Background: an optimization exercise with open tools, aiming at small area, a short achievable clock period and few clock cycles per item. Do not read the settings as production practice. Where RTL was checked, it was by simulation tests only, not by an equivalence proof against the original. Power figures rest on the tool's default switching activity, not on a simulated workload.

## before
Design mbcq_enc, start of the top module:
module mbcq_enc #(
    parameter integer N  = 33,      
    parameter integer HQ = 2        
) (
    input  wire        clk,
    input  wire        rst,         
    input  wire        in_valid,
    output wire        in_ready,
    input  wire        in_last,     
    input  wire [1:0]  in_fmt,      
    input  wire [1:0]  in_k,        
    input  wire [31:0] in_elem,     
    output wire        out_valid,
    input  wire        out_ready,
    output wire        out_hdr,     
    output wire        out_last,    
    output wire [15:0] out_data
);
For scale: roughly 61 I/O pins, about 45,000 um^2 of cells after synthesis.
clock: 16.0 ns
lec_check: 0
cap_margin: 20
core_margin: 2
core_utilization: 70
cts_buf_list: sky130_fd_sc_hd__clkbuf_8
cts_cluster_diameter: 70
cts_cluster_size: 14
place_density: 0.8
slew_margin: 20
standard.sh (not shown) runs the stock make flow with config.mk's settings and CLKGATE_MAP_FILE= SYNTH_SCRIPT=/design/flow/synth_recipe.tcl, a recipe that flattens the netlist after the stock synthesis.
==> flow/flow/run.sh <==
#!/bin/bash
# Own layout flow: the standard ORFS flow (standard.sh), with the ports
# buffered by a plain buffer instead of the delay-cell buffer ORFS picks.
# The make output goes to flow.log in the work folder; ORFS's own per-step
# logs stay under orfs/logs/.
set -euo pipefail
bash standard.sh \
  "BUFFER_PORTS_ARGS=-buffer_cell sky130_fd_sc_hd__buf_2" \
  SETUP_SLACK_MARGIN=11.5 \
  finish > flow.log 2>&1
Testbench counts of before, summed over its fixed seeds: cycles 377,501, items 363,761.
Setup changes, before to after
--- a/flow/design.v
+++ b/flow/design.v
@@ -58,109 +58,112 @@
     wire        a_zero = a_sub && (a_man == 23'd0);
     wire [8:0]  a_base = a_f16 ? 9'd369 : 9'd257;       
     wire [8:0]  a_ebf  = a_sub ? a_base - {4'b0000, a_lz} : a_base - 9'd1 + {1'b0, a_ex};
     wire [8:0]  a_eb   = a_spec ? 9'h1FF : a_zero ? 9'd0 : a_ebf;
     wire [8:0]  a_ebm  = (a_spec || a_zero) ? 9'd0 : a_ebf;    
     wire [22:0] c_frac = a_sub ? (a_man << a_lz) : a_man;
     wire [25:0] c_word = {a_s, a_eb, c_frac[22:8], |c_frac[7:0]};
     reg [25:0]   mem [0:N-1];
+    reg [PW-1:0] wptr, rptr;
     reg [PW:0]   cnt;             
     reg [4:0]  bcnt;              
-    reg [8:0]  e_run;             
+    reg [8:0]  e_run, e_prv;
     reg        esc_run;
     reg [1:0]  k_run;
-    wire [8:0] e_new   = (a_ebm > e_run) ? a_ebm : e_run;
+    wire [8:0] e_new   = (e_prv > e_run) ? e_prv : e_run;
     wire       esc_new = esc_run | a_spec;
     wire [1:0] k_new   = (bcnt == 5'd0) ? a_k : k_run;
     wire       b_end   = a_v && (a_last || bcnt == 5'd31);
-    integer w;
-    reg [16:0]   hq [0:HQ-1];
+    reg [25:0]   hq [0:HQ-1];
     reg [QW-1:0] hq_wp, hq_rp;
     reg [QW:0]   hq_cnt;
     always @(posedge clk) begin
-        if (a_v) begin
-            mem[0] <= c_word;
-            for (w = 1; w < N; w = w + 1)
-                mem[w] <= mem[w - 1];
-        end
-        if (b_end) hq[hq_wp] <= {esc_new, e_new, k_new, bcnt};
+        if (a_v) mem[wptr] <= c_word;
+        if (b_end) hq[hq_wp] <= {esc_new, e_new, a_ebm, k_new, bcnt};
     end
     always @(posedge clk) begin
         if (rst) begin
+            wptr    <= {PW{1'b0}};
             bcnt    <= 5'd0;
             e_run   <= 9'd0;
+            e_prv   <= 9'd0;
             esc_run <= 1'b0;
             hq_wp   <= {QW{1'b0}};
         end else if (a_v) begin
+            wptr <= (wptr == N - 1) ? {PW{1'b0}} : wptr + 1'b1;
             if (b_end) begin
                 bcnt    <= 5'd0;
                 e_run   <= 9'd0;
+                e_prv   <= 9'd0;
                 esc_run <= 1'b0;
                 hq_wp   <= (hq_wp == HQ - 1) ? {QW{1'b0}} : hq_wp + 1'b1;
             end else begin
                 bcnt    <= bcnt + 5'd1;
                 e_run   <= e_new;
+                e_prv   <= a_ebm;
                 esc_run <= esc_new;
                 k_run   <= k_new;
             end
         end
     end
     reg        o1_v;
     reg        adv_q;             
     wire       adv = !o1_v;
     reg        rd_act;            
     reg [4:0]  rd_rem;            
     reg [9:0]  rd_eoff;           
+    reg [8:0]  rd_e;              
     reg [1:0]  rd_k;
     reg        rd_esc;
-    wire [16:0] hq_h     = hq[hq_rp];
+    wire [25:0] hq_h     = hq[hq_rp];
     wire        hq_any   = (hq_cnt != 0);
     wire        iss_hdr  = adv && !rd_act && hq_any;
     wire        iss_code = adv && rd_act;
-    wire [8:0]  h_emax   = hq_h[15:7];
+    wire [8:0]  h_emax   = (hq_h[24:16] > hq_h[15:7]) ? hq_h[24:16] : hq_h[15:7];
     wire        h_nz     = (h_emax != 9'd0);
     wire [1:0]  h_k      = hq_h[6:5];
-    wire        h_esc    = hq_h[16];
+    wire        h_esc    = hq_h[25];
     always @(posedge clk) begin
         if (rst) begin
             rd_act <= 1'b0;
+            rptr   <= {PW{1'b0}};
             hq_rp  <= {QW{1'b0}};
         end else if (iss_hdr) begin
             rd_act  <= 1'b1;
             rd_rem  <= hq_h[4:0];
             rd_eoff <= !h_nz ? 10'h3FF : {1'b0, h_emax} + {9'd0, h_esc} +
                        ((h_k == 2'd0) ? 10'd10 : (h_k == 2'd1) ? 10'd6 : 10'd2);
+            rd_e    <= h_nz ? h_emax + 9'd129 : 9'd0;
             rd_k    <= h_k;
             rd_esc  <= h_esc;
             hq_rp   <= (hq_rp == HQ - 1) ? {QW{1'b0}} : hq_rp + 1'b1;
         end else if (iss_code) begin
+            rptr   <= (rptr == N - 1) ? {PW{1'b0}} : rptr + 1'b1;
             rd_rem <= rd_rem - 5'd1;
             if (rd_rem == 5'd0) rd_act <= 1'b0;
         end
     end
     wire [PW:0] cnt_nx = cnt + a_v - iss_code;
     wire [QW:0] hq_nx  = hq_cnt + b_end - iss_hdr;
     always @(posedge clk) begin
         if (rst) begin
             cnt    <= {(PW+1){1'b0}};
             hq_cnt <= {(QW+1){1'b0}};
         end else begin
             cnt    <= cnt_nx;
             hq_cnt <= hq_nx;
         end
     end
-    wire [8:0]  rd_koff = ((rd_k == 2'd0) ? 9'd10 : (rd_k == 2'd1) ? 9'd6 : 9'd2) + {8'd0, rd_esc};
-    wire [8:0]  rd_e    = (rd_eoff == 10'h3FF) ? 9'd0 : rd_eoff[8:0] + 9'd129 - rd_koff;
     reg [25:0] rd_word;
     integer m;
     always @(*) begin
         rd_word = 26'd0;
         for (m = 0; m < N; m = m + 1)
-            rd_word = rd_word | (mem[m] & {26{cnt == m + 1}});
+            rd_word = rd_word | (mem[m] & {26{rptr == m}});
     end
     reg        r1_v, r1_hdr, r1_last;
     reg [25:0] r1_w;
     always @(posedge clk) begin
         if (rst) r1_v <= 1'b0;
         else if (adv) r1_v <= iss_hdr || iss_code;
         if (adv_q) begin
             r1_hdr  <= iss_hdr;
- Delta (after minus before): final cell count without fillers now larger; setup clock skew after layout now larger; total clock sinks now larger; area after detailed placement now larger; average vias per placed instance now larger.
- Taking before as the reference, in after maximum frequency shrank by 0.95 MHz; total detailed-routing wirelength grew by 18%.
Testbench counts of after, summed over its fixed seeds: cycles 377,501, items 363,761.

* * *

## job 1829
Another version of the RTL of mbcq_enc (not shown whole).
Size in the first run: about 1,100 flip-flops.
Design mbcq_enc, start of the top module:
module mbcq_enc #(
    parameter integer N  = 34,      
    parameter integer HQ = 2        
) (
    input  wire        clk,
    input  wire        rst,         
    input  wire        in_valid,
    output wire        in_ready,
    input  wire        in_last,     
    input  wire [1:0]  in_fmt,      
    input  wire [1:0]  in_k,        
    input  wire [31:0] in_elem,     
    output wire        out_valid,
    input  wire        out_ready,
    output wire        out_hdr,     
    output wire        out_last,    
    output wire [15:0] out_data
);
==> flow/config.mk <==
export PLATFORM = sky130hd
export DESIGN_NAME = mbcq_enc
export DESIGN_NICKNAME = mbcq_enc
export VERILOG_FILES = /design/flow/design.v
export SDC_FILE = /design/flow/constraint.sdc
export NUM_CORES = 4
export LEC_CHECK = 0
export CAP_MARGIN = 20
export CORE_MARGIN = 2
export CORE_UTILIZATION = 35
export PLACE_DENSITY = 0.5
export SLEW_MARGIN = 20
==> flow/constraint.sdc <==
create_clock -name core_clock -period 16.0 [get_ports {clk}]
set_input_delay 3.2000 -clock core_clock [delete_from_list [all_inputs] [get_ports {clk}]]
set_output_delay 3.2000 -clock core_clock [all_outputs]
set_load 0.01 [all_outputs]
run.sh (not shown) runs the stock make flow with config.mk's settings and CLKGATE_MAP_FILE= SYNTH_SCRIPT=/design/flow/synth_recipe.tcl, a recipe that flattens the netlist after the stock synthesis.
Stock flow here: none of the scripts above is used.
## Diff of input files: job 4600 against job 1829
diff --git a/flow/design.v b/flow/design.v
--- a/flow/design.v
+++ b/flow/design.v
@@ -1,13 +1,13 @@
 module mbcq_enc #(
-    parameter integer N  = 34,      
+    parameter integer N  = 33,      
     parameter integer HQ = 2        
 ) (
     input  wire        clk,
     input  wire        rst,         
     input  wire        in_valid,
     output wire        in_ready,
     input  wire        in_last,     
     input  wire [1:0]  in_fmt,      
     input  wire [1:0]  in_k,        
     input  wire [31:0] in_elem,     
     output wire        out_valid,
Findings:
- In the reports for job 1829 and job 4600, the larger worst setup slack belongs to job 1829.
- Comparing job 1829 and job 4600, the higher first-pass GRT wire length is on job 1829.
- Row synthesized instance count: job 4600 lower / job 1829 higher
- Higher post-detailed-route wirelength per cell was reported by job 1829, not job 4600.
- Die: job 4600 smaller than job 1829
No functional check of the RTL was part of any run of this note.

* * *

## the previous run
The RTL this note starts from:
==> flow/design.v <==
module mbcq_enc #(
    parameter integer N  = 33,      
    parameter integer HQ = 2        
) (
    input  wire        clk,
    input  wire        rst,         
    input  wire        in_valid,
    output wire        in_ready,
    input  wire        in_last,     
    input  wire [1:0]  in_fmt,      
    input  wire [1:0]  in_k,        
    input  wire [31:0] in_elem,     
    output wire        out_valid,
    input  wire        out_ready,
    output wire        out_hdr,     
    output wire        out_last,    
    output wire [15:0] out_data
);
    localparam integer PW = (N > 32) ? 6 : 5;       
    localparam integer QW = (HQ > 2) ? 2 : 1;       
    function automatic [4:0] lzc23;      
        input [22:0] v;
        integer i;
        begin
            lzc23 = 5'd22;
            for (i = 0; i < 23; i = i + 1)
                if (v[i]) lzc23 = 5'd22 - i[4:0];
        end
    endfunction
    wire        i_f16  = (in_fmt == 2'd2);
    wire        i_b16  = (in_fmt == 2'd1);
    wire        i_s    = (i_f16 || i_b16) ? in_elem[15] : in_elem[31];
    wire [7:0]  i_ex   = i_f16 ? {3'b000, in_elem[14:10]} : i_b16 ? in_elem[14:7] : in_elem[30:23];
    wire [22:0] i_man  = i_f16 ? {in_elem[9:0], 13'h0} : i_b16 ? {in_elem[6:0], 16'h0} : in_elem[22:0];
    wire [4:0]  i_lz   = i_f16 ? lzc23({in_elem[9:0], 13'h0}) :
                         i_b16 ? lzc23({in_elem[6:0], 16'h0}) : lzc23(in_elem[22:0]);
    reg        rdy;
    reg        a_v, a_last, a_s, a_f16;
    reg [1:0]  a_k;
    reg [7:0]  a_ex;
    reg [22:0] a_man;
    reg [4:0]  a_lz;
    assign in_ready = rdy;
    always @(posedge clk) begin
        a_s    <= i_s;
        a_ex   <= i_ex;
        a_man  <= i_man;
        a_lz   <= i_lz;
        a_f16  <= i_f16;
        a_k    <= in_k;
        a_last <= in_last;
        if (rst) a_v <= 1'b0;
        else     a_v <= in_valid & rdy;
    end
    wire        a_spec = a_f16 ? (a_ex[4:0] == 5'h1F) : (a_ex == 8'hFF);
    wire        a_sub  = (a_ex == 8'd0);
    wire        a_zero = a_sub && (a_man == 23'd0);
    wire [8:0]  a_base = a_f16 ? 9'd368 : 9'd256;
    wire [8:0]  a_ebf  = a_sub ? a_base - {4'b0000, a_lz} : a_base + {1'b0, a_ex};
    wire [8:0]  a_eb   = a_spec ? 9'h1FF : a_zero ? 9'd0 : a_ebf;
    wire [8:0]  a_ebm  = (a_spec || a_zero) ? 9'd0 : a_ebf;    
    wire [22:0] c_frac = a_sub ? (a_man << (a_lz + 5'd1)) : a_man;
    wire [25:0] c_word = {a_s, a_eb, c_frac[22:8], |c_frac[7:0]};
    reg [25:0]   mem [0:N-1];
    reg [PW-1:0] wptr, rptr;
    reg [PW:0]   cnt;             
    reg [4:0]  bcnt;              
    reg [8:0]  e_run, e_prv;
    reg        esc_run;
    reg [1:0]  k_run;
    wire [8:0] e_new   = (e_prv > e_run) ? e_prv : e_run;
    wire       esc_new = esc_run | a_spec;
    wire [1:0] k_new   = (bcnt == 5'd0) ? a_k : k_run;
    wire       b_end   = a_v && (a_last || bcnt == 5'd31);
    reg [25:0]   hq [0:HQ-1];
    reg [QW-1:0] hq_wp, hq_rp;
    reg [QW:0]   hq_cnt;
    always @(posedge clk) begin
        if (a_v) mem[wptr] <= c_word;
        if (b_end) hq[hq_wp] <= {esc_new, e_new, a_ebm, k_new, bcnt};
    end
    always @(posedge clk) begin
        if (rst) begin
            wptr    <= {PW{1'b0}};
            bcnt    <= 5'd0;
            e_run   <= 9'd0;
            e_prv   <= 9'd0;
            esc_run <= 1'b0;
            hq_wp   <= {QW{1'b0}};
        end else if (a_v) begin
            wptr <= (wptr == N - 1) ? {PW{1'b0}} : wptr + 1'b1;
            if (b_end) begin
                bcnt    <= 5'd0;
                e_run   <= 9'd0;
                e_prv   <= 9'd0;
                esc_run <= 1'b0;
                hq_wp   <= (hq_wp == HQ - 1) ? {QW{1'b0}} : hq_wp + 1'b1;
            end else begin
                bcnt    <= bcnt + 5'd1;
                e_run   <= e_new;
                e_prv   <= a_ebm;
                esc_run <= esc_new;
                k_run   <= k_new;
            end
        end
    end
    reg        o1_v;
    wire       adv = !o1_v;
    reg        rd_act;            
    reg [4:0]  rd_rem;            
    reg [25:0] rd_h;              
    reg [9:0]  rd_eoff;           
    wire [25:0] hq_h     = hq[hq_rp];
    wire        hq_any   = (hq_cnt != 0);
    wire        iss_hdr  = adv && !rd_act && hq_any;
    wire        iss_code = adv && rd_act;
    wire [8:0]  rd_emax  = (rd_h[24:16] > rd_h[15:7]) ? rd_h[24:16] : rd_h[15:7];
    wire        rd_nz    = (rd_emax != 9'd0);
    wire [1:0]  rd_k     = rd_h[6:5];
    wire        rd_esc   = rd_h[25];
    wire [8:0]  rd_e     = rd_nz ? rd_emax + 9'd129 : 9'd0;      
    always @(posedge clk) begin
        rd_eoff <= !rd_nz ? 10'h3FF : {1'b0, rd_emax} + {9'd0, rd_esc} +
                   ((rd_k == 2'd0) ? 10'd10 : (rd_k == 2'd1) ? 10'd6 : 10'd2);
        if (rst) begin
            rd_act <= 1'b0;
            rptr   <= {PW{1'b0}};
            hq_rp  <= {QW{1'b0}};
        end else if (iss_hdr) begin
            rd_act  <= 1'b1;
            rd_rem  <= hq_h[4:0];
            rd_h    <= hq_h;
            hq_rp   <= (hq_rp == HQ - 1) ? {QW{1'b0}} : hq_rp + 1'b1;
        end else if (iss_code) begin
            rptr   <= (rptr == N - 1) ? {PW{1'b0}} : rptr + 1'b1;
            rd_rem <= rd_rem - 5'd1;
            if (rd_rem == 5'd0) rd_act <= 1'b0;
        end
    end
    wire [PW:0] cnt_nx = cnt + a_v - iss_code;
    wire [QW:0] hq_nx  = hq_cnt + b_end - iss_hdr;
    always @(posedge clk) begin
        if (rst) begin
            cnt    <= {(PW+1){1'b0}};
            hq_cnt <= {(QW+1){1'b0}};
        end else begin
            cnt    <= cnt_nx;
            hq_cnt <= hq_nx;
        end
    end
    reg [25:0] rd_word;
    integer m;
    always @(*) begin
        rd_word = 26'd0;
        for (m = 0; m < N; m = m + 1)
            rd_word = rd_word | (mem[m] & {26{rptr == m}});
    end
    reg        r1_v, r1_hdr, r1_last;
    reg [25:0] r1_w;
    always @(posedge clk) begin
        if (rst) r1_v <= 1'b0;
        else if (adv) r1_v <= iss_hdr || iss_code;
        if (adv) begin
            r1_hdr  <= iss_hdr;
            r1_last <= iss_code && (rd_rem == 5'd0);
            r1_w    <= rd_word;
        end
    end
    wire [8:0]  r1_eb = r1_w[24:16];
    wire [9:0]  r1_d  = rd_eoff - {1'b0, r1_eb};
    wire [4:0]  r1_sh = (r1_d[9:5] != 5'd0) ? 5'd31 : r1_d[4:0];
    wire [16:0] r1_h  = {1'b1, r1_w[15:0]};
    wire [33:0] x_sh  = {r1_h, 17'h0} >> r1_sh;
    wire [14:0] x_q   = x_sh[31:17];
    wire        x_rnd = x_sh[16] & ((|x_sh[15:0]) | x_sh[17]);
    reg        r2_v, r2_hdr, r2_last, r2_rnd, r2_s, r2_spec, r2_nan, r2_esc;
    reg [14:0] r2_q;
    reg [1:0]  r2_k;
    always @(posedge clk) begin
        if (rst) r2_v <= 1'b0;
        else if (adv) r2_v <= r1_v;
        if (adv) begin
            r2_hdr  <= r1_hdr;
            r2_last <= r1_last;
            r2_q    <= r1_hdr ? {6'd0, rd_e} : x_q;
            r2_rnd  <= x_rnd;
            r2_s    <= r1_w[25];
            r2_spec <= (r1_eb == 9'h1FF);
            r2_nan  <= (r1_w[15:0] != 16'd0);
            r2_esc  <= rd_esc;
            r2_k    <= rd_k;
        end
    end
    reg [14:0] hi_mask;       
    reg [15:0] kmask, top;    
    always @(*) begin
        case (r2_k)
            2'd0:    begin kmask = 16'h00FF; top = 16'h0080; end
            2'd1:    begin kmask = 16'h0FFF; top = 16'h0800; end
            default: begin kmask = 16'hFFFF; top = 16'h8000; end
        endcase
        case ({r2_k, r2_esc})
            3'b000:  hi_mask = 15'h7F80;
            3'b001:  hi_mask = 15'h7FC0;
            3'b010:  hi_mask = 15'h7800;
            3'b011:  hi_mask = 15'h7C00;
            3'b101, 3'b111: hi_mask = 15'h4000;
            default: hi_mask = 15'h0000;
        endcase
    end
    wire        ovf  = ((r2_q & hi_mask) != 15'd0) || (((r2_q | hi_mask) == 15'h7FFF) && r2_rnd);
    wire [15:0] lim  = {1'b0, ~hi_mask};
    wire [15:0] sgn_q = ({1'b0, r2_q} ^ {16{r2_s}}) + {15'd0, r2_s ^ r2_rnd};
    wire [15:0] sgn_l = r2_s ? ~lim + 16'd1 : lim;
    wire [15:0] sgn   = ovf ? sgn_l : sgn_q;
    reg [15:0] code;
    always @(*) begin
        if (r2_hdr)
            code = {r2_esc, 6'b000000, r2_q[8:0]};
        else if (r2_spec)
            code = r2_nan ? top : r2_s ? top + 16'd1 : top - 16'd1;
        else
            code = sgn & kmask;
    end
    reg        o0_v, o0_hdr, o0_last, o1_hdr, o1_last;
    reg [15:0] o0_data, o1_data;
    wire       w_v  = adv && r2_v;             
    wire       o0_ld = !o0_v || out_ready;     
    always @(posedge clk) begin
        if (rst) begin
            o0_v <= 1'b0;
            o1_v <= 1'b0;
        end else begin
            if (o0_ld) o0_v <= o1_v || w_v;
            o1_v <= o1_v ? !o0_ld : (w_v && !o0_ld);
        end
        if (o0_ld) begin
            o0_hdr  <= o1_v ? o1_hdr  : r2_hdr;
            o0_last <= o1_v ? o1_last : r2_last;
            o0_data <= o1_v ? o1_data : code;
        end
        if (!o1_v) begin
            o1_hdr  <= r2_hdr;
            o1_last <= r2_last;
            o1_data <= code;
        end
    end
    wire o1_nx = o1_v ? !o0_ld : (w_v && !o0_ld);
    wire rd_act_nx = rst ? 1'b0 : iss_hdr ? 1'b1 : (iss_code && rd_rem == 5'd0) ? 1'b0 : rd_act;
    wire a_nx   = in_valid && rdy;
    wire a_ends = a_v ? (!b_end && bcnt == 5'd30) : (bcnt == 5'd31);
    wire rd_sure  = !o1_nx && rd_act_nx;                      
    wire hdr_sure = !o1_nx && !rd_act_nx && (hq_nx != 0);     
    always @(posedge clk) begin
        if (rst) rdy <= 1'b1;
        else rdy <= ({1'b0, cnt_nx} + a_nx + 1 <= N + rd_sure) &&
                    ({1'b0, hq_nx} + (a_nx && (in_last || a_ends)) + 1 <= HQ + hdr_sure);
    end
    assign out_valid = o0_v;
    assign out_hdr   = o0_hdr;
    assign out_last  = o0_last;
    assign out_data  = o0_data;
endmodule
==> flow/config.mk <==
export PLATFORM = sky130hd
export DESIGN_NAME = mbcq_enc
export DESIGN_NICKNAME = mbcq_enc
export VERILOG_FILES = /design/flow/design.v
export SDC_FILE = /design/flow/constraint.sdc
export NUM_CORES = 4
export LEC_CHECK = 0
export CAP_MARGIN = 20
export CORE_MARGIN = 2
export CORE_UTILIZATION = 35
export CTS_BUF_LIST = sky130_fd_sc_hd__clkbuf_8
export CTS_CLUSTER_DIAMETER = 70
export CTS_CLUSTER_SIZE = 14
export PLACE_DENSITY = 0.5
export SLEW_MARGIN = 20
==> flow/constraint.sdc <==
create_clock -name core_clock -period 16.0 [get_ports {clk}]
set_input_delay 3.2000 -clock core_clock [delete_from_list [all_inputs] [get_ports {clk}]]
set_output_delay 3.2000 -clock core_clock [all_outputs]
set_load 0.01 [all_outputs]
standard.sh (not shown) runs the stock make flow with config.mk's settings and CLKGATE_MAP_FILE= SYNTH_SCRIPT=/design/flow/synth_recipe.tcl, a recipe that flattens the netlist after the stock synthesis.
==> flow/flow/run.sh <==
#!/bin/bash
# Own layout flow: the standard ORFS flow (standard.sh), with the ports
# buffered by a plain buffer instead of the delay-cell buffer ORFS picks.
# The make output goes to flow.log in the work folder; ORFS's own per-step
# logs stay under orfs/logs/.
set -euo pipefail
bash standard.sh \
  "BUFFER_PORTS_ARGS=-buffer_cell sky130_fd_sc_hd__buf_2" \
  finish > flow.log 2>&1
Setup changes, the previous run to the current run
-- flow/design.v --
<<< the previous run, line 109
    reg        rd_act;            
    reg [4:0]  rd_rem;            
    reg [25:0] rd_h;              
    reg [9:0]  rd_eoff;           
    wire [25:0] hq_h     = hq[hq_rp];
>>> the current run, line 109
    reg        rd_act;            
    reg [4:0]  rd_rem;            
    reg [20:0] rd_h;              
    reg [9:0]  rd_eoff;           
    wire [25:0] hq_h     = hq[hq_rp];
<<< the previous run, line 115
    wire        iss_hdr  = adv && !rd_act && hq_any;
    wire        iss_code = adv && rd_act;
    wire [8:0]  rd_emax  = (rd_h[24:16] > rd_h[15:7]) ? rd_h[24:16] : rd_h[15:7];
    wire        rd_nz    = (rd_emax != 9'd0);
    wire [1:0]  rd_k     = rd_h[6:5];
    wire        rd_esc   = rd_h[25];
    wire [8:0]  rd_e     = rd_nz ? rd_emax + 9'd129 : 9'd0;      
    always @(posedge clk) begin
>>> the current run, line 115
    wire        iss_hdr  = adv && !rd_act && hq_any;
    wire        iss_code = adv && rd_act;
    wire [8:0]  rd_emax  = (rd_h[19:11] > rd_h[10:2]) ? rd_h[19:11] : rd_h[10:2];
    wire        rd_nz    = (rd_emax != 9'd0);
    wire [1:0]  rd_k     = rd_h[1:0];
    wire        rd_esc   = rd_h[20];
    wire [8:0]  rd_e     = rd_nz ? rd_emax + 9'd129 : 9'd0;      
    always @(posedge clk) begin
<<< the previous run, line 130
            rd_act  <= 1'b1;
            rd_rem  <= hq_h[4:0];
            rd_h    <= hq_h;
            hq_rp   <= (hq_rp == HQ - 1) ? {QW{1'b0}} : hq_rp + 1'b1;
        end else if (iss_code) begin
>>> the current run, line 130
            rd_act  <= 1'b1;
            rd_rem  <= hq_h[4:0];
            rd_h    <= hq_h[25:5];
            hq_rp   <= (hq_rp == HQ - 1) ? {QW{1'b0}} : hq_rp + 1'b1;
        end else if (iss_code) begin
<<< the previous run, line 246
        end
    end
    wire o1_nx = o1_v ? !o0_ld : (w_v && !o0_ld);
    wire rd_act_nx = rst ? 1'b0 : iss_hdr ? 1'b1 : (iss_code && rd_rem == 5'd0) ? 1'b0 : rd_act;
    wire a_nx   = in_valid && rdy;
    wire a_ends = a_v ? (!b_end && bcnt == 5'd30) : (bcnt == 5'd31);
    wire rd_sure  = !o1_nx && rd_act_nx;                      
    wire hdr_sure = !o1_nx && !rd_act_nx && (hq_nx != 0);     
    always @(posedge clk) begin
        if (rst) rdy <= 1'b1;
        else rdy <= ({1'b0, cnt_nx} + a_nx + 1 <= N + rd_sure) &&
                    ({1'b0, hq_nx} + (a_nx && (in_last || a_ends)) + 1 <= HQ + hdr_sure);
    end
    assign out_valid = o0_v;
>>> the current run, line 246
        end
    end
    wire rd_act_nx = iss_hdr ? 1'b1 : (iss_code && rd_rem == 5'd0) ? 1'b0 : rd_act;
    wire a_ends = a_v ? (!b_end && bcnt == 5'd30) : (bcnt == 5'd31);
    function automatic ready_nx;
        input        o1n, act, take, tend;
        input [PW:0] c;
        input [QW:0] h;
        reg   rd_sure, hdr_sure;
        begin
            rd_sure  = !o1n && act;                      
            hdr_sure = !o1n && !act && (h != 0);         
            ready_nx = ({1'b0, c} + take + 1 <= N + rd_sure) &&
                       ({1'b0, h} + tend + 1 <= HQ + hdr_sure);
        end
    endfunction
    wire o1n_0  = o1_v ? o0_v : (w_v && o0_v);         
    wire rdy_0i = ready_nx(o1n_0, rd_act_nx, 1'b0, 1'b0, cnt_nx, hq_nx);
    wire rdy_0v = ready_nx(o1n_0, rd_act_nx, 1'b1, a_ends, cnt_nx, hq_nx);
    wire rdy_0l = ready_nx(o1n_0, rd_act_nx, 1'b1, 1'b1, cnt_nx, hq_nx);
    wire rdy_1i = ready_nx(1'b0, rd_act_nx, 1'b0, 1'b0, cnt_nx, hq_nx);
    wire rdy_1v = ready_nx(1'b0, rd_act_nx, 1'b1, a_ends, cnt_nx, hq_nx);
    wire rdy_1l = ready_nx(1'b0, rd_act_nx, 1'b1, 1'b1, cnt_nx, hq_nx);
    wire rdy_0  = !(in_valid && rdy) ? rdy_0i : in_last ? rdy_0l : rdy_0v;
    wire rdy_1  = !(in_valid && rdy) ? rdy_1i : in_last ? rdy_1l : rdy_1v;
    always @(posedge clk) begin
        if (rst) rdy <= 1'b1;
        else rdy <= out_ready ? rdy_1 : rdy_0;
    end
    assign out_valid = o0_v;
## What came out
Power grows by a few percent when moving from the previous run to the current run. Changes observed in the current run relative to the previous run: share of the synthesized area in compound gates (AO/OA/AOI/OAI) held, net count after synthesis has increased, number of buffers outside the clock class in the layout has decreased, global-route track usage on met1 dropped 0.73 points, cell area picked up an extra 0.97%. From the previous run to the current run the numbers moved as follows: post-synthesis adder-cell area fraction rose 0.26 points, multiplexer fraction of the synthesized cell area closely matched the old numbers, count of distinct cell types in the synthesized netlist dropped 5, relative area change from synthesis to final layout climbed 0.51 points. Looking at setup slack, the current run sits above the previous run. On part of the power in the clock network, the higher figure sits with the current run, not the previous run. Maximum operating frequency is lower on the previous run.
No functional check of the RTL was part of any run of this note.

[separate check: timing with driven ports]
How much do the figures lean on ideal ports? The routed layouts below were timed once more, with nothing changed but the port constraints.
Step 1 assumes that a clkbuf_16 drives the clock port and a buf_2 every other input.
Step 2 adds t to the input delays and takes it off the output delays; t is the mean of the earliest and latest rising clock arrival at the registers after step 1. Input paths then give back, and output paths get back, about the clock's delay inside the block.
Three values: no drivers, after step 1, after step 2; two values: the first two.
run	t, ns	setup WS [ns]	worst setup path at the end	clock arrival spread, ns	worst slew at a driven data input, ns
before	0.778	11.557 / 11.491 / 10.996	input to register	0.033 / 0.033	0.03
after	0.797	11.538 / 11.479 / 11.055	input to register	0.068 / 0.069	0.04
job 1829	0.785	8.865 / 8.865 / 8.865	register to register	0.057 / 0.057	0.04
job 4600	0.774	8.856 / 8.856 / 8.492	input to register	0.048 / 0.048	0.04
the previous run	0.890	11.033 / 11.093 / 10.203	input to register	0.057 / 0.056	0.04
the current run	0.900	11.384 / 11.316 / 11.000	input to register	0.084 / 0.084	0.03
After both steps setup and hold are still met in every run listed. For the previous run, which loses most, drivers alone change the setup slack by +0.060 ns; drivers and shift together by -0.830 ns.
